This is an optimization exercise on Yosys and OpenROAD, whose aim is small area, a short achievable clock period and few clock cycles per item, not a production implementation. Only the layout flow was run in this run; the RTL was not checked for function there.

==> design.v <==
module rolk_xu (
    input  wire        clk,
    input  wire        rst,           
    input  wire        in_valid,
    output wire        in_ready,
    input  wire [31:0] in_insn,
    input  wire [63:0] in_ga,
    input  wire [63:0] in_gb,
    input  wire [63:0] in_gc,
    input  wire [63:0] in_gd,
    input  wire [31:0] in_seed,
    output reg         out_valid,
    output reg         out_illegal,
    output reg  [63:0] out_result
);
    function [31:0] c32_t1;
        input [31:0] v;
        begin
            c32_t1[0] = v[0] ^ v[1] ^ v[2] ^ v[3] ^ v[4] ^ v[8];
            c32_t1[1] = v[0] ^ v[1] ^ v[2] ^ v[3] ^ v[4] ^ v[5] ^ v[9];
            c32_t1[2] = v[1] ^ v[2] ^ v[3] ^ v[4] ^ v[5] ^ v[6] ^ v[10];
            c32_t1[3] = v[2] ^ v[3] ^ v[4] ^ v[5] ^ v[6] ^ v[7] ^ v[11];
            c32_t1[4] = v[1] ^ v[2] ^ v[5] ^ v[6] ^ v[7] ^ v[12];
            c32_t1[5] = v[1] ^ v[4] ^ v[6] ^ v[7] ^ v[13];
            c32_t1[6] = v[1] ^ v[3] ^ v[4] ^ v[5] ^ v[7] ^ v[14];
            c32_t1[7] = v[1] ^ v[3] ^ v[5] ^ v[6] ^ v[15];
            c32_t1[8] = v[0] ^ v[2] ^ v[4] ^ v[6] ^ v[7] ^ v[16];
            c32_t1[9] = v[0] ^ v[2] ^ v[4] ^ v[5] ^ v[7] ^ v[17];
            c32_t1[10] = v[2] ^ v[4] ^ v[5] ^ v[6] ^ v[18];
            c32_t1[11] = v[3] ^ v[5] ^ v[6] ^ v[7] ^ v[19];
            c32_t1[12] = v[1] ^ v[2] ^ v[3] ^ v[6] ^ v[7] ^ v[20];
            c32_t1[13] = v[1] ^ v[7] ^ v[21];
            c32_t1[14] = v[1] ^ v[3] ^ v[4] ^ v[22];
            c32_t1[15] = v[0] ^ v[2] ^ v[4] ^ v[5] ^ v[23];
            c32_t1[16] = v[0] ^ v[1] ^ v[3] ^ v[5] ^ v[6] ^ v[24];
            c32_t1[17] = v[0] ^ v[1] ^ v[2] ^ v[4] ^ v[6] ^ v[7] ^ v[25];
            c32_t1[18] = v[4] ^ v[5] ^ v[7] ^ v[26];
            c32_t1[19] = v[0] ^ v[1] ^ v[2] ^ v[3] ^ v[4] ^ v[5] ^ v[6] ^ v[27];
            c32_t1[20] = v[1] ^ v[2] ^ v[3] ^ v[4] ^ v[5] ^ v[6] ^ v[7] ^ v[28];
            c32_t1[21] = v[0] ^ v[1] ^ v[5] ^ v[6] ^ v[7] ^ v[29];
            c32_t1[22] = v[0] ^ v[3] ^ v[4] ^ v[6] ^ v[7] ^ v[30];
            c32_t1[23] = v[2] ^ v[3] ^ v[5] ^ v[7] ^ v[31];
            c32_t1[24] = v[1] ^ v[2] ^ v[6];
            c32_t1[25] = v[0] ^ v[2] ^ v[3] ^ v[7];
            c32_t1[26] = v[2];
            c32_t1[27] = v[3];
            c32_t1[28] = v[0] ^ v[4];
            c32_t1[29] = v[0] ^ v[1] ^ v[5];
            c32_t1[30] = v[0] ^ v[1] ^ v[2] ^ v[6];
            c32_t1[31] = v[0] ^ v[1] ^ v[2] ^ v[3] ^ v[7];
        end
    endfunction
    function [31:0] c32_t2;
        input [31:0] v;
        begin
            c32_t2[0] = v[0] ^ v[4] ^ v[7] ^ v[8] ^ v[9] ^ v[10] ^ v[11] ^ v[12] ^ v[16];
            c32_t2[1] = v[0] ^ v[1] ^ v[5] ^ v[8] ^ v[9] ^ v[10] ^ v[11] ^ v[12] ^ v[13] ^ v[17];
            c32_t2[2] = v[0] ^ v[1] ^ v[2] ^ v[6] ^ v[9] ^ v[10] ^ v[11] ^ v[12] ^ v[13] ^ v[14] ^ v[18];
            c32_t2[3] = v[1] ^ v[2] ^ v[3] ^ v[7] ^ v[10] ^ v[11] ^ v[12] ^ v[13] ^ v[14] ^ v[15] ^ v[19];
            c32_t2[4] = v[0] ^ v[2] ^ v[3] ^ v[7] ^ v[9] ^ v[10] ^ v[13] ^ v[14] ^ v[15] ^ v[20];
            c32_t2[5] = v[0] ^ v[1] ^ v[3] ^ v[7] ^ v[9] ^ v[12] ^ v[14] ^ v[15] ^ v[21];
            c32_t2[6] = v[0] ^ v[1] ^ v[2] ^ v[7] ^ v[9] ^ v[11] ^ v[12] ^ v[13] ^ v[15] ^ v[22];
            c32_t2[7] = v[1] ^ v[2] ^ v[3] ^ v[4] ^ v[7] ^ v[9] ^ v[11] ^ v[13] ^ v[14] ^ v[23];
            c32_t2[8] = v[2] ^ v[3] ^ v[4] ^ v[5] ^ v[8] ^ v[10] ^ v[12] ^ v[14] ^ v[15] ^ v[24];
            c32_t2[9] = v[3] ^ v[5] ^ v[6] ^ v[7] ^ v[8] ^ v[10] ^ v[12] ^ v[13] ^ v[15] ^ v[25];
            c32_t2[10] = v[6] ^ v[10] ^ v[12] ^ v[13] ^ v[14] ^ v[26];
            c32_t2[11] = v[0] ^ v[7] ^ v[11] ^ v[13] ^ v[14] ^ v[15] ^ v[27];
            c32_t2[12] = v[0] ^ v[1] ^ v[4] ^ v[7] ^ v[9] ^ v[10] ^ v[11] ^ v[14] ^ v[15] ^ v[28];
            c32_t2[13] = v[1] ^ v[2] ^ v[4] ^ v[5] ^ v[7] ^ v[9] ^ v[15] ^ v[29];
            c32_t2[14] = v[2] ^ v[3] ^ v[4] ^ v[5] ^ v[6] ^ v[7] ^ v[9] ^ v[11] ^ v[12] ^ v[30];
            c32_t2[15] = v[0] ^ v[3] ^ v[4] ^ v[5] ^ v[6] ^ v[7] ^ v[8] ^ v[10] ^ v[12] ^ v[13] ^ v[31];
            c32_t2[16] = v[1] ^ v[4] ^ v[5] ^ v[6] ^ v[7] ^ v[8] ^ v[9] ^ v[11] ^ v[13] ^ v[14];
            c32_t2[17] = v[0] ^ v[2] ^ v[5] ^ v[6] ^ v[7] ^ v[8] ^ v[9] ^ v[10] ^ v[12] ^ v[14] ^ v[15];
            c32_t2[18] = v[1] ^ v[3] ^ v[4] ^ v[6] ^ v[12] ^ v[13] ^ v[15];
            c32_t2[19] = v[2] ^ v[5] ^ v[8] ^ v[9] ^ v[10] ^ v[11] ^ v[12] ^ v[13] ^ v[14];
            c32_t2[20] = v[3] ^ v[6] ^ v[9] ^ v[10] ^ v[11] ^ v[12] ^ v[13] ^ v[14] ^ v[15];
            c32_t2[21] = v[0] ^ v[8] ^ v[9] ^ v[13] ^ v[14] ^ v[15];
            c32_t2[22] = v[1] ^ v[4] ^ v[7] ^ v[8] ^ v[11] ^ v[12] ^ v[14] ^ v[15];
            c32_t2[23] = v[0] ^ v[2] ^ v[4] ^ v[5] ^ v[7] ^ v[10] ^ v[11] ^ v[13] ^ v[15];
            c32_t2[24] = v[0] ^ v[1] ^ v[3] ^ v[4] ^ v[5] ^ v[6] ^ v[7] ^ v[9] ^ v[10] ^ v[14];
            c32_t2[25] = v[0] ^ v[1] ^ v[2] ^ v[4] ^ v[5] ^ v[6] ^ v[7] ^ v[8] ^ v[10] ^ v[11] ^ v[15];
            c32_t2[26] = v[1] ^ v[2] ^ v[3] ^ v[4] ^ v[5] ^ v[6] ^ v[10];
            c32_t2[27] = v[2] ^ v[3] ^ v[4] ^ v[5] ^ v[6] ^ v[7] ^ v[11];
            c32_t2[28] = v[0] ^ v[3] ^ v[4] ^ v[5] ^ v[6] ^ v[7] ^ v[8] ^ v[12];
            c32_t2[29] = v[1] ^ v[4] ^ v[5] ^ v[6] ^ v[7] ^ v[8] ^ v[9] ^ v[13];
            c32_t2[30] = v[2] ^ v[5] ^ v[6] ^ v[7] ^ v[8] ^ v[9] ^ v[10] ^ v[14];
            c32_t2[31] = v[3] ^ v[6] ^ v[7] ^ v[8] ^ v[9] ^ v[10] ^ v[11] ^ v[15];
        end
    endfunction
    function [63:0] c64_t2;
        input [63:0] v;
        begin
            c64_t2[0] = v[48] ^ v[50] ^ v[52] ^ v[54] ^ v[55] ^ v[56] ^ v[57] ^ v[61] ^ v[62];
            c64_t2[1] = v[48] ^ v[49] ^ v[50] ^ v[51] ^ v[52] ^ v[53] ^ v[54] ^ v[58] ^ v[61] ^ v[63];
            c64_t2[2] = v[49] ^ v[50] ^ v[51] ^ v[52] ^ v[53] ^ v[54] ^ v[55] ^ v[59] ^ v[62];
            c64_t2[3] = v[50] ^ v[51] ^ v[52] ^ v[53] ^ v[54] ^ v[55] ^ v[56] ^ v[60] ^ v[63];
            c64_t2[4] = v[48] ^ v[50] ^ v[51] ^ v[53] ^ v[62];
            c64_t2[5] = v[49] ^ v[51] ^ v[52] ^ v[54] ^ v[63];
            c64_t2[6] = v[50] ^ v[52] ^ v[53] ^ v[55];
            c64_t2[7] = v[48] ^ v[50] ^ v[51] ^ v[52] ^ v[53] ^ v[55] ^ v[57] ^ v[61] ^ v[62];
            c64_t2[8] = v[49] ^ v[51] ^ v[52] ^ v[53] ^ v[54] ^ v[56] ^ v[58] ^ v[62] ^ v[63];
            c64_t2[9] = v[48] ^ v[53] ^ v[56] ^ v[59] ^ v[61] ^ v[62] ^ v[63];
            c64_t2[10] = v[48] ^ v[49] ^ v[50] ^ v[52] ^ v[55] ^ v[56] ^ v[60] ^ v[61] ^ v[63];
            c64_t2[11] = v[49] ^ v[50] ^ v[51] ^ v[53] ^ v[56] ^ v[57] ^ v[61] ^ v[62];
            c64_t2[12] = v[48] ^ v[51] ^ v[55] ^ v[56] ^ v[58] ^ v[61] ^ v[63];
            c64_t2[13] = v[48] ^ v[49] ^ v[50] ^ v[54] ^ v[55] ^ v[59] ^ v[61];
            c64_t2[14] = v[49] ^ v[50] ^ v[51] ^ v[55] ^ v[56] ^ v[60] ^ v[62];
            c64_t2[15] = v[50] ^ v[51] ^ v[52] ^ v[56] ^ v[57] ^ v[61] ^ v[63];
            c64_t2[16] = v[0] ^ v[51] ^ v[52] ^ v[53] ^ v[57] ^ v[58] ^ v[62];
            c64_t2[17] = v[1] ^ v[48] ^ v[50] ^ v[53] ^ v[55] ^ v[56] ^ v[57] ^ v[58] ^ v[59] ^ v[61] ^ v[62] ^ v[63];
            c64_t2[18] = v[2] ^ v[49] ^ v[51] ^ v[54] ^ v[56] ^ v[57] ^ v[58] ^ v[59] ^ v[60] ^ v[62] ^ v[63];
            c64_t2[19] = v[3] ^ v[48] ^ v[54] ^ v[56] ^ v[58] ^ v[59] ^ v[60] ^ v[62] ^ v[63];
            c64_t2[20] = v[4] ^ v[49] ^ v[55] ^ v[57] ^ v[59] ^ v[60] ^ v[61] ^ v[63];
            c64_t2[21] = v[5] ^ v[48] ^ v[52] ^ v[54] ^ v[55] ^ v[57] ^ v[58] ^ v[60];
            c64_t2[22] = v[6] ^ v[48] ^ v[49] ^ v[50] ^ v[52] ^ v[53] ^ v[54] ^ v[57] ^ v[58] ^ v[59] ^ v[62];
            c64_t2[23] = v[7] ^ v[48] ^ v[49] ^ v[51] ^ v[52] ^ v[53] ^ v[56] ^ v[57] ^ v[58] ^ v[59] ^ v[60] ^ v[61] ^ v[62] ^ v[63];
            c64_t2[24] = v[8] ^ v[48] ^ v[49] ^ v[53] ^ v[55] ^ v[56] ^ v[58] ^ v[59] ^ v[60] ^ v[63];
            c64_t2[25] = v[9] ^ v[49] ^ v[50] ^ v[54] ^ v[56] ^ v[57] ^ v[59] ^ v[60] ^ v[61];
            c64_t2[26] = v[10] ^ v[50] ^ v[51] ^ v[55] ^ v[57] ^ v[58] ^ v[60] ^ v[61] ^ v[62];
            c64_t2[27] = v[11] ^ v[48] ^ v[50] ^ v[51] ^ v[54] ^ v[55] ^ v[57] ^ v[58] ^ v[59] ^ v[63];
            c64_t2[28] = v[12] ^ v[49] ^ v[51] ^ v[52] ^ v[55] ^ v[56] ^ v[58] ^ v[59] ^ v[60];
            c64_t2[29] = v[13] ^ v[48] ^ v[53] ^ v[54] ^ v[55] ^ v[59] ^ v[60] ^ v[62];
            c64_t2[30] = v[14] ^ v[49] ^ v[54] ^ v[55] ^ v[56] ^ v[60] ^ v[61] ^ v[63];
            c64_t2[31] = v[15] ^ v[48] ^ v[52] ^ v[54];
            c64_t2[32] = v[16] ^ v[48] ^ v[49] ^ v[50] ^ v[52] ^ v[53] ^ v[54] ^ v[56] ^ v[57] ^ v[61] ^ v[62];
            c64_t2[33] = v[17] ^ v[48] ^ v[49] ^ v[51] ^ v[52] ^ v[53] ^ v[56] ^ v[58] ^ v[61] ^ v[63];
            c64_t2[34] = v[18] ^ v[49] ^ v[50] ^ v[52] ^ v[53] ^ v[54] ^ v[57] ^ v[59] ^ v[62];
            c64_t2[35] = v[19] ^ v[48] ^ v[51] ^ v[52] ^ v[53] ^ v[56] ^ v[57] ^ v[58] ^ v[60] ^ v[61] ^ v[62] ^ v[63];
            c64_t2[36] = v[20] ^ v[49] ^ v[52] ^ v[53] ^ v[54] ^ v[57] ^ v[58] ^ v[59] ^ v[61] ^ v[62] ^ v[63];
            c64_t2[37] = v[21] ^ v[48] ^ v[52] ^ v[53] ^ v[56] ^ v[57] ^ v[58] ^ v[59] ^ v[60] ^ v[61] ^ v[63];
            c64_t2[38] = v[22] ^ v[48] ^ v[49] ^ v[50] ^ v[52] ^ v[53] ^ v[55] ^ v[56] ^ v[58] ^ v[59] ^ v[60];
            c64_t2[39] = v[23] ^ v[48] ^ v[49] ^ v[51] ^ v[52] ^ v[53] ^ v[55] ^ v[59] ^ v[60] ^ v[62];
            c64_t2[40] = v[24] ^ v[48] ^ v[49] ^ v[53] ^ v[55] ^ v[57] ^ v[60] ^ v[62] ^ v[63];
            c64_t2[41] = v[25] ^ v[49] ^ v[50] ^ v[54] ^ v[56] ^ v[58] ^ v[61] ^ v[63];
            c64_t2[42] = v[26] ^ v[50] ^ v[51] ^ v[55] ^ v[57] ^ v[59] ^ v[62];
            c64_t2[43] = v[27] ^ v[51] ^ v[52] ^ v[56] ^ v[58] ^ v[60] ^ v[63];
            c64_t2[44] = v[28] ^ v[52] ^ v[53] ^ v[57] ^ v[59] ^ v[61];
            c64_t2[45] = v[29] ^ v[48] ^ v[50] ^ v[52] ^ v[53] ^ v[55] ^ v[56] ^ v[57] ^ v[58] ^ v[60] ^ v[61];
            c64_t2[46] = v[30] ^ v[48] ^ v[49] ^ v[50] ^ v[51] ^ v[52] ^ v[53] ^ v[55] ^ v[58] ^ v[59];
            c64_t2[47] = v[31] ^ v[48] ^ v[49] ^ v[51] ^ v[53] ^ v[55] ^ v[57] ^ v[59] ^ v[60] ^ v[61] ^ v[62];
            c64_t2[48] = v[32] ^ v[49] ^ v[50] ^ v[52] ^ v[54] ^ v[56] ^ v[58] ^ v[60] ^ v[61] ^ v[62] ^ v[63];
            c64_t2[49] = v[33] ^ v[50] ^ v[51] ^ v[53] ^ v[55] ^ v[57] ^ v[59] ^ v[61] ^ v[62] ^ v[63];
            c64_t2[50] = v[34] ^ v[51] ^ v[52] ^ v[54] ^ v[56] ^ v[58] ^ v[60] ^ v[62] ^ v[63];
            c64_t2[51] = v[35] ^ v[52] ^ v[53] ^ v[55] ^ v[57] ^ v[59] ^ v[61] ^ v[63];
            c64_t2[52] = v[36] ^ v[48] ^ v[50] ^ v[52] ^ v[53] ^ v[55] ^ v[57] ^ v[58] ^ v[60] ^ v[61];
            c64_t2[53] = v[37] ^ v[48] ^ v[49] ^ v[50] ^ v[51] ^ v[52] ^ v[53] ^ v[55] ^ v[57] ^ v[58] ^ v[59];
            c64_t2[54] = v[38] ^ v[48] ^ v[49] ^ v[51] ^ v[53] ^ v[55] ^ v[57] ^ v[58] ^ v[59] ^ v[60] ^ v[61] ^ v[62];
            c64_t2[55] = v[39] ^ v[48] ^ v[49] ^ v[55] ^ v[57] ^ v[58] ^ v[59] ^ v[60] ^ v[63];
            c64_t2[56] = v[40] ^ v[49] ^ v[50] ^ v[56] ^ v[58] ^ v[59] ^ v[60] ^ v[61];
            c64_t2[57] = v[41] ^ v[48] ^ v[51] ^ v[52] ^ v[54] ^ v[55] ^ v[56] ^ v[59] ^ v[60];
            c64_t2[58] = v[42] ^ v[49] ^ v[52] ^ v[53] ^ v[55] ^ v[56] ^ v[57] ^ v[60] ^ v[61];
            c64_t2[59] = v[43] ^ v[50] ^ v[53] ^ v[54] ^ v[56] ^ v[57] ^ v[58] ^ v[61] ^ v[62];
            c64_t2[60] = v[44] ^ v[51] ^ v[54] ^ v[55] ^ v[57] ^ v[58] ^ v[59] ^ v[62] ^ v[63];
            c64_t2[61] = v[45] ^ v[52] ^ v[55] ^ v[56] ^ v[58] ^ v[59] ^ v[60] ^ v[63];
            c64_t2[62] = v[46] ^ v[48] ^ v[50] ^ v[52] ^ v[53] ^ v[54] ^ v[55] ^ v[59] ^ v[60] ^ v[62];
            c64_t2[63] = v[47] ^ v[49] ^ v[51] ^ v[53] ^ v[54] ^ v[55] ^ v[56] ^ v[60] ^ v[61] ^ v[63];
        end
    endfunction
    reg        rdy_q;             
    reg        v_q;               
    reg [31:0] insn_q;
    reg [63:0] ga_q, gb_q;        
    reg [63:0] gc_q, gd_q;        
    reg [31:0] sd_q;              
    assign in_ready = rdy_q;
    wire take = in_valid & rdy_q;
    wire [5:0] in_op = in_insn[31:26];
    wire in_mc = (in_op == 6'h01 && in_insn[3:0] == 4'd11) || in_op == 6'h0E ||
                 (in_op == 6'h30 && (in_insn[0] || in_insn[10:8] != 3'd0 || in_insn[7:6] == 2'd3));
    wire [5:0]  op  = insn_q[31:26];
    wire [3:0]  fn  = insn_q[3:0];
    wire [4:0]  kk  = insn_q[10:6];
    wire [15:0] imm = insn_q[15:0];
    wire op_r   = op == 6'h01;
    wire op_i   = op >= 6'h04 && op <= 6'h0E;
    wire op_bfx = op == 6'h0F;
    wire op_bfi = op == 6'h10;
    wire op_orh = op >= 6'h11 && op <= 6'h13;
    wire op_crc = op == 6'h30;
    wire ill_r  = insn_q[10:4] != 7'd0 || fn > 4'd13 || (fn >= 4'd12 && insn_q[15:11] != 5'd0);
    wire ill_i  = op >= 6'h08 && op <= 6'h0B && imm[15:6] != 10'd0;
    wire ill_bf = imm[15:12] != 4'd0;
    wire d_c32  = op_crc && insn_q[4:0] == 5'd0 && kk >= 5'd1 && kk <= 5'd8;
    wire d_h0   = op_crc && insn_q[4:0] == 5'd1 && kk == 5'd0;
    wire d_h1   = op_crc && insn_q[4:0] == 5'd1 && kk == 5'd1;
    wire illegal = op_r ? ill_r :
                   op_i ? ill_i :
                   (op_bfx || op_bfi) ? ill_bf :
                   op_orh ? 1'b0 :
                   op_crc ? !(d_c32 || d_h0 || d_h1) : 1'b1;
    wire f_add = (op_r && fn == 4'd0) || op == 6'h04;
    wire f_sub = op_r && fn == 4'd1;
    wire f_and = (op_r && fn == 4'd2) || op == 6'h05;
    wire f_or  = (op_r && fn == 4'd3) || op == 6'h06 || op_orh;
    wire f_xor = (op_r && fn == 4'd4) || op == 6'h07;
    wire f_shl = (op_r && fn == 4'd5) || op == 6'h08;
    wire f_shr = (op_r && fn == 4'd6) || op == 6'h09;
    wire f_sar = (op_r && fn == 4'd7) || op == 6'h0A;
    wire f_rot = (op_r && fn == 4'd8) || op == 6'h0B;
    wire f_min = (op_r && fn == 4'd9) || op == 6'h0C;
    wire f_max = (op_r && fn == 4'd10) || op == 6'h0D;
    wire f_pc  = op_r && fn == 4'd12;
    wire f_clz = op_r && fn == 4'd13;
    wire d_mul = (op_r && fn == 4'd11 && !ill_r) || op == 6'h0E;
    wire c_add = f_add || f_sub;
    wire c_mm  = f_min || f_max;
    wire c_sh  = f_shl || f_shr || f_sar || f_rot || op_bfx || op_bfi;
    wire sub   = f_sub || c_mm;
    wire [63:0] x = ga_q;
    wire sext  = op == 6'h04 || op == 6'h0C || op == 6'h0D || op == 6'h0E;
    wire [15:0] ext16 = {16{sext & imm[15]}};
    wire [63:0] immb = {(op == 6'h13) ? imm : ext16,
                        (op == 6'h12) ? imm : ext16,
                        (op == 6'h11) ? imm : ext16,
                        op_orh ? 16'd0 : imm};
    wire [63:0] y = op_r ? gb_q : immb;
    wire [64:0] asum = {1'b0, x} + {1'b0, y ^ {64{sub}}} + {64'd0, sub};
    wire lt = (x[63] ^ y[63]) ? x[63] : ~asum[64];
    wire [63:0] mm = (f_min ? lt : ~lt) ? x : y;
    wire        bf    = op_bfx || op_bfi;
    wire        dir   = f_shr || f_sar || op_bfx;              
    wire [5:0]  amt   = bf ? imm[11:6] : y[5:0];
    wire [63:0] xr    = dir ? {x[62:0], x[63]} : x;
    wire [5:0]  ramt  = amt ^ {6{dir}};
    wire [63:0] r0    = ramt[0] ? {xr[62:0], xr[63]}    : xr;
    wire [63:0] r1    = ramt[1] ? {r0[61:0], r0[63:62]} : r0;
    wire [63:0] r2    = ramt[2] ? {r1[59:0], r1[63:60]} : r1;
    wire [63:0] r3    = ramt[3] ? {r2[55:0], r2[63:56]} : r2;
    wire [63:0] r4    = ramt[4] ? {r3[47:0], r3[63:48]} : r3;
    wire [63:0] rot   = ramt[5] ? {r4[31:0], r4[63:32]} : r4;
    wire [6:0]  hi    = (op_bfi ? {1'b0, imm[11:6]} : 7'd0) + {1'b0, imm[5:0]};
    wire [63:0] ge, le, ge_r;
    genvar gp;
    generate
        for (gp = 0; gp < 64; gp = gp + 1) begin : g_mask
            assign ge[gp]   = gp >= amt;
            assign le[gp]   = gp <= hi;
            assign ge_r[gp] = ge[63 - gp];
        end
    endgenerate
    wire [63:0] m1    = f_rot ? {64{1'b1}} : (dir ? ge_r : ge);
    wire [63:0] m2    = bf ? le : {64{1'b1}};
    wire [63:0] msk   = m1 & m2;
    wire [63:0] fill  = f_sar ? {64{x[63]}} : (op_bfi ? gd_q : 64'd0);
    wire [63:0] shres = (rot & msk) | (fill & ~msk);
    reg [6:0] pc;
    integer p;
    always @(*) begin
        pc = 7'd0;
        for (p = 0; p < 64; p = p + 1)
            pc = pc + {6'd0, x[p]};
    end
    function [2:0] lz4;    
        input [3:0] a;
        begin
            lz4[2]   = a == 4'd0;
            lz4[1:0] = a[3] ? 2'd0 : a[2] ? 2'd1 : a[1] ? 2'd2 : 2'd3;
        end
    endfunction
    reg [2:0] z1 [0:15];
    reg [3:0] z2 [0:7];
    reg [4:0] z3 [0:3];
    reg [5:0] z4 [0:1];
    reg [6:0] clz;
    integer g;
    always @(*) begin
        for (g = 0; g < 16; g = g + 1)
            z1[g] = lz4(x[4*g +: 4]);
        for (g = 0; g < 8; g = g + 1)
            z2[g] = (z1[2*g+1][2] && z1[2*g][2]) ? {1'b1, 3'd0} :
                    z1[2*g+1][2] ? {2'b01, z1[2*g][1:0]} : {2'b00, z1[2*g+1][1:0]};
        for (g = 0; g < 4; g = g + 1)
            z3[g] = (z2[2*g+1][3] && z2[2*g][3]) ? {1'b1, 4'd0} :
                    z2[2*g+1][3] ? {2'b01, z2[2*g][2:0]} : {2'b00, z2[2*g+1][2:0]};
        for (g = 0; g < 2; g = g + 1)
            z4[g] = (z3[2*g+1][4] && z3[2*g][4]) ? {1'b1, 5'd0} :
                    z3[2*g+1][4] ? {2'b01, z3[2*g][3:0]} : {2'b00, z3[2*g+1][3:0]};
        clz = (z4[1][5] && z4[0][5]) ? 7'd64 :
              z4[1][5] ? {2'b01, z4[0][4:0]} : {2'b00, z4[1][4:0]};
    end
    wire [63:0] alu_res = ({64{c_add}} & asum[63:0]) |
                          ({64{f_and}} & (x & y)) |
                          ({64{f_or}}  & (x | y)) |
                          ({64{f_xor}} & (x ^ y)) |
                          ({64{c_mm}}  & mm) |
                          ({64{c_sh}}  & shres) |
                          ({64{f_pc}}  & {57'd0, pc}) |
                          ({64{f_clz}} & {57'd0, clz});
    localparam [1:0] M_MUL = 2'd0, M_C32 = 2'd1, M_H0 = 2'd2, M_H1 = 2'd3;
    reg        busy_q;            
    reg [1:0]  mode_q;
    reg [2:0]  rem_q;             
    reg        odd_q;             
    reg        bprev_q;           
    reg [1:0]  cy_q;              
    wire       first = v_q;
    wire       d_eng = d_mul || d_c32 || d_h0 || d_h1;
    wire [1:0] d_mode = d_mul ? M_MUL : d_c32 ? M_C32 : d_h0 ? M_H0 : M_H1;
    wire [2:0] d_nm1 = d_c32 ? ((kk[3:0] + 4'd1) >> 1) - 3'd1 : 3'd7;    
    wire       eng   = (first && d_eng) || busy_q;
    wire [1:0] mode  = busy_q ? mode_q : d_mode;
    wire       last  = busy_q ? (rem_q == 3'd1) : (d_nm1 == 3'd0);
    wire       oddk  = busy_q ? odd_q : kk[0];
    wire [2:0] rem_after = (first && d_eng) ? d_nm1 : busy_q ? rem_q - 3'd1 : 3'd0;
    wire [63:0] ysrc = busy_q ? gb_q : y;           
    wire [8:0]  yy   = {ysrc[7:0], busy_q & bprev_q};
    wire [63:0] s_in = busy_q ? gc_q : 64'd0;
    wire [63:0] c_in = busy_q ? gd_q : 64'd0;
    wire [1:0]  cy   = busy_q ? cy_q : 2'd0;
    reg  [63:0] row [0:3];
    reg  [3:0]  bneg;
    reg         bone, btwo;
    integer i;
    always @(*) begin
        for (i = 0; i < 4; i = i + 1) begin
            bone    = yy[2*i+1] ^ yy[2*i];
            btwo    = (yy[2*i+2] & ~yy[2*i+1] & ~yy[2*i]) | (~yy[2*i+2] & yy[2*i+1] & yy[2*i]);
            bneg[i] = yy[2*i+2] & ~(yy[2*i+1] & yy[2*i]);
            row[i]  = ((({64{bone}} & x) | ({64{btwo}} & {x[62:0], 1'b0})) ^ {64{bneg[i]}}) << (2*i);
        end
    end
    wire [63:0] row2 = row[2] | {63'd0, cy[0]};
    wire [63:0] row3 = row[3] | {58'd0, bneg[2], 1'b0, bneg[1], cy[1], bneg[0]};
    wire [63:0] a1 = s_in ^ c_in ^ row[0];
    wire [63:0] b1 = ((s_in & c_in) | (s_in & row[0]) | (c_in & row[0])) << 1;
    wire [63:0] a2 = row[1] ^ row2 ^ row3;
    wire [63:0] b2 = ((row[1] & row2) | (row[1] & row3) | (row2 & row3)) << 1;
    wire [63:0] a3 = a1 ^ b1 ^ a2;
    wire [63:0] b3 = ((a1 & b1) | (a1 & a2) | (b1 & a2)) << 1;
    wire [63:0] s4 = a3 ^ b3 ^ b2;
    wire [63:0] c4 = ((a3 & b3) | (a3 & b2) | (b3 & b2)) << 1;
    wire [9:0]  pbyte = {2'd0, s4[7:0]} + {2'd0, c4[7:0]} + {3'd0, bneg[3], 6'd0};
    wire [63:0] mul_prod = {pbyte[7:0], ysrc[63:8]};
    wire [15:0] cdat  = (mode == M_C32) ? gb_q[63:48] : ga_q[63:48];
    wire [31:0] c32s  = (first && d_c32) ? ga_q[31:0] : sd_q;
    wire [31:0] c32_1 = c32_t1(c32s ^ {24'd0, cdat[15:8]});
    wire [31:0] c32_2 = c32_t2(c32s ^ {16'd0, cdat[7:0], cdat[15:8]});
    wire [63:0] c64_2 = c64_t2(gc_q ^ {cdat, 48'd0});
    reg [63:0] eng_res;
    always @(*) begin
        case (mode)
            M_MUL:   eng_res = mul_prod;
            M_C32:   eng_res = {32'd0, oddk ? c32_1 : c32_2};
            M_H0:    eng_res = {32'd0, ~c32_2};
            default: eng_res = c64_2;
        endcase
    end
    always @(posedge clk) begin
        insn_q <= in_insn;
        if (rdy_q) begin
            ga_q <= in_ga;
            gb_q <= in_gb;
            gc_q <= in_gc;
            gd_q <= in_gd;
            sd_q <= in_seed;
        end else begin
            if (mode == M_MUL) begin
                gb_q <= mul_prod;
                gc_q <= {8'd0, s4[63:8]};
                gd_q <= {8'd0, c4[63:8]};
            end else begin
                ga_q <= {ga_q[47:0], gb_q[63:48]};
                gb_q <= {gb_q[47:0], 16'd0};
                gc_q <= c64_2;
            end
            sd_q <= c32_2;
        end
        bprev_q <= ysrc[7];
        cy_q    <= pbyte[9:8];
        if (first) begin
            mode_q <= d_mode;
            odd_q  <= kk[0];
        end
        rem_q <= rem_after;
        out_illegal <= (first && !d_eng) ? illegal : 1'b0;
        out_result  <= (first && !d_eng) ? alu_res : eng_res;
        if (rst) begin
            rdy_q     <= 1'b1;
            v_q       <= 1'b0;
            busy_q    <= 1'b0;
            out_valid <= 1'b0;
        end else begin
            rdy_q     <= take ? !in_mc : (rem_after <= 3'd1);
            v_q       <= take;
            busy_q    <= rem_after != 3'd0;
            out_valid <= (first && !d_eng) || (eng && last);
        end
    end
endmodule
==> run.sh <==
#!/bin/bash
# synth_recipe.tcl (not shown) runs the flow's synth.tcl, then flattens the netlist and writes it again
# the make line also repeats each setting of config.mk as NAME=value (left out here)
make -C /OpenROAD-flow-scripts/flow DESIGN_CONFIG=/design/flow/config.mk WORK_HOME=/design/flow/orfs CLKGATE_MAP_FILE= SYNTH_SCRIPT=/design/flow/synth_recipe.tcl finish
==> config.mk <==
export PLATFORM = sky130hd
export DESIGN_NAME = rolk_xu
export DESIGN_NICKNAME = rolk_xu
export VERILOG_FILES = /design/flow/design.v
export SDC_FILE = /design/flow/constraint.sdc
export NUM_CORES = 8
export LEC_CHECK = 0
export CAP_MARGIN = 20
export CORE_MARGIN = 2
export CORE_UTILIZATION = 25
export SLEW_MARGIN = 20
==> constraint.sdc <==
create_clock -name core_clock -period 10.0 [get_ports {clk}]
set_input_delay 2.0000 -clock core_clock [delete_from_list [all_inputs] [get_ports {clk}]]
set_output_delay 2.0000 -clock core_clock [all_outputs]
set_load 0.01 [all_outputs]
==> impl_metrics.py <==
metrics = {
    "status": {
        "run_status": "no timing/DRC/antenna violations",
    },
    "route": {
        "drtAntennaViolNets": 0,
        "detail_route.drc_violations": 0,
        "detailed_route_wl_um": 371000,
        "vias": 58800,
        "dr.pass1.iters": 9,
        "wl_per_cell_um": 38.0,
        "drt_iter0_markers": 9543,
        "detail_route.vias_per_cell": 6.02,
    },
    "yosys": {
        "post_synth_and_or_nand_nor_area_fraction_pct": 12.9,
        "synth_largest_area_cell": "sky130_fd_sc_hd__fa_1",
        "yosys.area.top_type_share_pct": 11.0,
        "synth_mux_area_share_pct": 8.45,
        "area_share_of_fa_ha_maj_cells_after_synthesis_pct": 16.4,
        "avgSynthCellArea_um2": 8.18,
        "synthesized_area_um2": 54700,
        "postSynthNetCount": 7550,
        "ys_seq_elements": 388,
        "ys_top_cells_by_area": "sky130_fd_sc_hd__fa_1 (11%), sky130_fd_sc_hd__dfxtp_1 (9.4%), sky130_fd_sc_hd__xnor2_1 (7.4%)",
        "synth_top_flop_cell": "sky130_fd_sc_hd__dfxtp_1",
        "edff_count_synth": 131,
        "synth_compound_gate_area_share_pct": 22.7,
        "synthXorXnorAreaFrac_pct": 15.4,
        "yosys_warnings": 6,
        "synth_cells": 6692,
        "async_reset_ff_share_pct": 0,
        "synthDistinctLibCells": 105,
        "dominant_combinational_cell_family_by_area_after_synthesis": "compound AO/OA/AOI/OAI gates",
        "synth-seq-area-share_pct": 16.6,
    },
    "clock_tree": {
        "count_of_clock_tree_sinks": 388,
        "clockBufferDepth": 3,
        "clock_root_buffer": "sky130_fd_sc_hd__clkbuf_16",
        "cts_inserted_buffers": 54,
        "clock_pin_transition_on_the_worst_setup_and_hold_timing_paths_ps": 70,
        "post_cts_buffers": 0,
        "ctsHtreeMaxLevel": 2,
        "cts_tree": "built",
        "post_cts.resized_instances": 0,
        "worst_skew_pair.late_latency_ps": 810,
        "postCtsHoldBufs": 0,
    },
    "place": {
        "hpwlAfterDp_um": 289000,
        "numPortBuffers": 379,
        "placedCellCount": 9630,
        "place_congestion": 1.12,
    },
    "timing": {
        "worst_slew_slack_as_a_fraction_of_its_limit_pct": 9.06,
        "holdWs_ps": 564,
        "fmax_mhz": 112,
        "report.final.setup_viol": 0,
        "tightest_slew_ps": 1360,
        "final.period_utilization_pct": 89.0,
        "timing.clock.skew_ps": 121,
        "grt_setup_unrepaired": "false",
        "final_period_minus_worst_setup_slack_ps": 8900,
        "maxSlewViolCount": 0,
        "hold_violations": 0,
        "totalNegativeSetupSlack_ps": 0,
    },
    "setup_path": {
        "cp.required_ps": 10590,
        "crit_type": "register to register",
        "path_max_fanout": 75,
        "cp-start-kind": "register",
        "crit_arrival_ps": 9490,
        "critPathCaptureType": "register",
    },
    "cells_and_area": {
        "final_layout_net_count": 7693,
        "syn_to_final_growth_pct": 17.7,
        "filler_cells_inserted": 23300,
        "mostFrequentLayoutCells": "sky130_fd_sc_hd__nand2_1 (608), sky130_fd_sc_hd__inv_1 (527), sky130_fd_sc_hd__xnor2_1 (455), sky130_fd_sc_hd__a21oi_1 (399), sky130_fd_sc_hd__nor2_1 (394)",
        "most_common_cell_after_layout_fill_and_taps_aside": "sky130_fd_sc_hd__nand2_1",
        "finish.cell_count_without_fillers": 9770,
        "regArea_um2": 9090,
        "multiInputGateArea_um2": 41900,
        "drive_gt1_share_pct": 10.8,
    },
    "global_routing": {
        "overall_global_routing_resource_usage_pct": 32.1,
        "global_route_overflow": 0,
        "antenna_found_initial": 51,
        "grt_first_pass_wirelength_um": 491000,
        "number_of_global_route_vias_before_repair": 55800,
        "maximum_number_of_pins_on_one_net_before_global_route_repair": 151,
    },
    "floorplanning": {
        "design.portCount": 390,
        "fp.dieArea_um2": 223000,
        "height_of_the_chip_um": 472,
        "chipWidth_um": 472,
        "floorplan.rows": 171,
        "placeableCoreArea_um2": 217000,
        "initial_util_pct": 25.2,
    },
    "min_path": {
        "hold_path_class": "register to register",
    },
    "flow_run": {
        "max-cap-violations": 0,
    },
}
==> cells in the mapped netlist, drive strengths merged, types with 17 or more instances <==
master	number
a211oi	88
ha	235
buf	107
o21a	18
xor2	371
edfxtp	131
o21ai	389
clkbuf	442
o31ai	19
nor3	130
o22ai	40
xnor2	506
mux2	158
nor2	407
a221oi	105
a221o	17
a21o	80
nor3b	19
o2111ai	17
mux4	41
nor4	24
a2111oi	24
a31oi	93
fa	300
inv	528
nand4	43
nand2	612
a21oi	406
mux2i	192
dfxtp	257
and2	151
o211ai	82
nand3	70
nand2b	20
nor2b	17
a22oi	315
==> final cells by class <==
class / count / share of cell area [%]
multi-input cells: 5227 / 65.1
inverters: 528 / 3.08
flip-flops and latches: 388 / 14.1
repair buffers: 636 / 9.06
diodes: 36 / 0.140
clock inverters: 29 / 0.553
well taps: 2854 / 5.54
clock buffers: 72 / 2.46
==> registers in the layout, indices dropped and copies added (netlist names) <==
register	flops
odd_q	1
insn_q	22
v_q	1
rdy_q	1
mode_q	2
out_illegal	1
ga_q	64
out_valid	1
gc_q	64
sd_q	32
busy_q	1
out_result	64
cy_q	2
gd_q	64
rem_q	3
bprev_q	1
gb_q	64
==> logic make-up after synthesis <==
group / Yosys count
DFF: 388
adders and majority gates: 536
muxes: 391
and+or+nand+nor: 1557
buffers and inverters: 1077
xor gates and xnor gates: 885
AOI/OAI and AO/OA: 1858
==> routing by layer <==
layer,GRT usage [%],vias to the layer above,part of all wire (%)
met2,45.3,4664,40
met1,39.2,29100,38
met3,11.0,1195,12
li1,-,23800,-
met4,26.2,24,10
met5,0.476,-,0.081
==> metrics by stage <==
stage                     utilization, %  cell area, um^2  setup slack (ps)
final                               29.6            64500              1100
after global routing                29.6            64400              1380
after CTS                           29.6            64300              1690
after detailed placement            28.7            62400              1830
after global placement              28.7            62300              1920
after floorplan                        -            54700              3180
==> worst max-delay path, stage by stage, from the launching register on <==
cell and delay, ps:
sky130_fd_sc_hd__dfxtp_1 610, sky130_fd_sc_hd__or4b_1 780, sky130_fd_sc_hd__nor2_1 850, sky130_fd_sc_hd__buf_4 310
sky130_fd_sc_hd__a221o_1 360, sky130_fd_sc_hd__xnor2_1 140, sky130_fd_sc_hd__ha_1 420, sky130_fd_sc_hd__nand4_1 300
sky130_fd_sc_hd__nor4_1 860, sky130_fd_sc_hd__nand3_1 230, sky130_fd_sc_hd__a311oi_1 830, sky130_fd_sc_hd__a221oi_1 170
sky130_fd_sc_hd__a22o_1 290, sky130_fd_sc_hd__o31ai_1 500, sky130_fd_sc_hd__xnor2_2 200, sky130_fd_sc_hd__buf_12 300
sky130_fd_sc_hd__o21ai_0 140, sky130_fd_sc_hd__a211oi_1 1120, sky130_fd_sc_hd__a211oi_1 120
==> final timing paths <==
check	from	endpoint	slack, ps	depth (start not counted)
worst max-delay path	insn_q[30]$_DFF_P_	out_result[25]$_DFF_P_	1100	18
worst min-delay path	gb_q[40]$_DFF_P_	gb_q[56]$_DFF_P_	560	2
worst max register to register	insn_q[30]$_DFF_P_	out_result[25]$_DFF_P_	1100	18
worst min register to register	gb_q[40]$_DFF_P_	gb_q[56]$_DFF_P_	560	2

-- what the ideal ports hide --
The results above use ideal ports. As a check the final layout listed here was re-extracted and re-timed, cells and wires unchanged.
Step 1 sets driving cells, clkbuf_16 on the clock port and buf_2 on the other inputs (assumed; they add their load-dependent delay and slew).
Step 2 times the ports against the registers' clock, not the clock port: input delays grow and output delays shrink by t, the midpoint of the rising clock arrivals with the driver on.
a / b / c = ideal / step 1 / step 2; a / b = the first two.
shift t [ns]: 0.828
setup slack, ns: 1.097 / 1.097 / 1.097
clock arrival spread, ns: 0.123 / 0.122
slew at the worst register clock pin (ns): 0.07 / 0.07
cell pins on the clock port's net: 1
After both steps this run still meets setup and hold. The setup slack of this run moves by 0.000 ns with the drivers and by 0.000 ns with both steps.
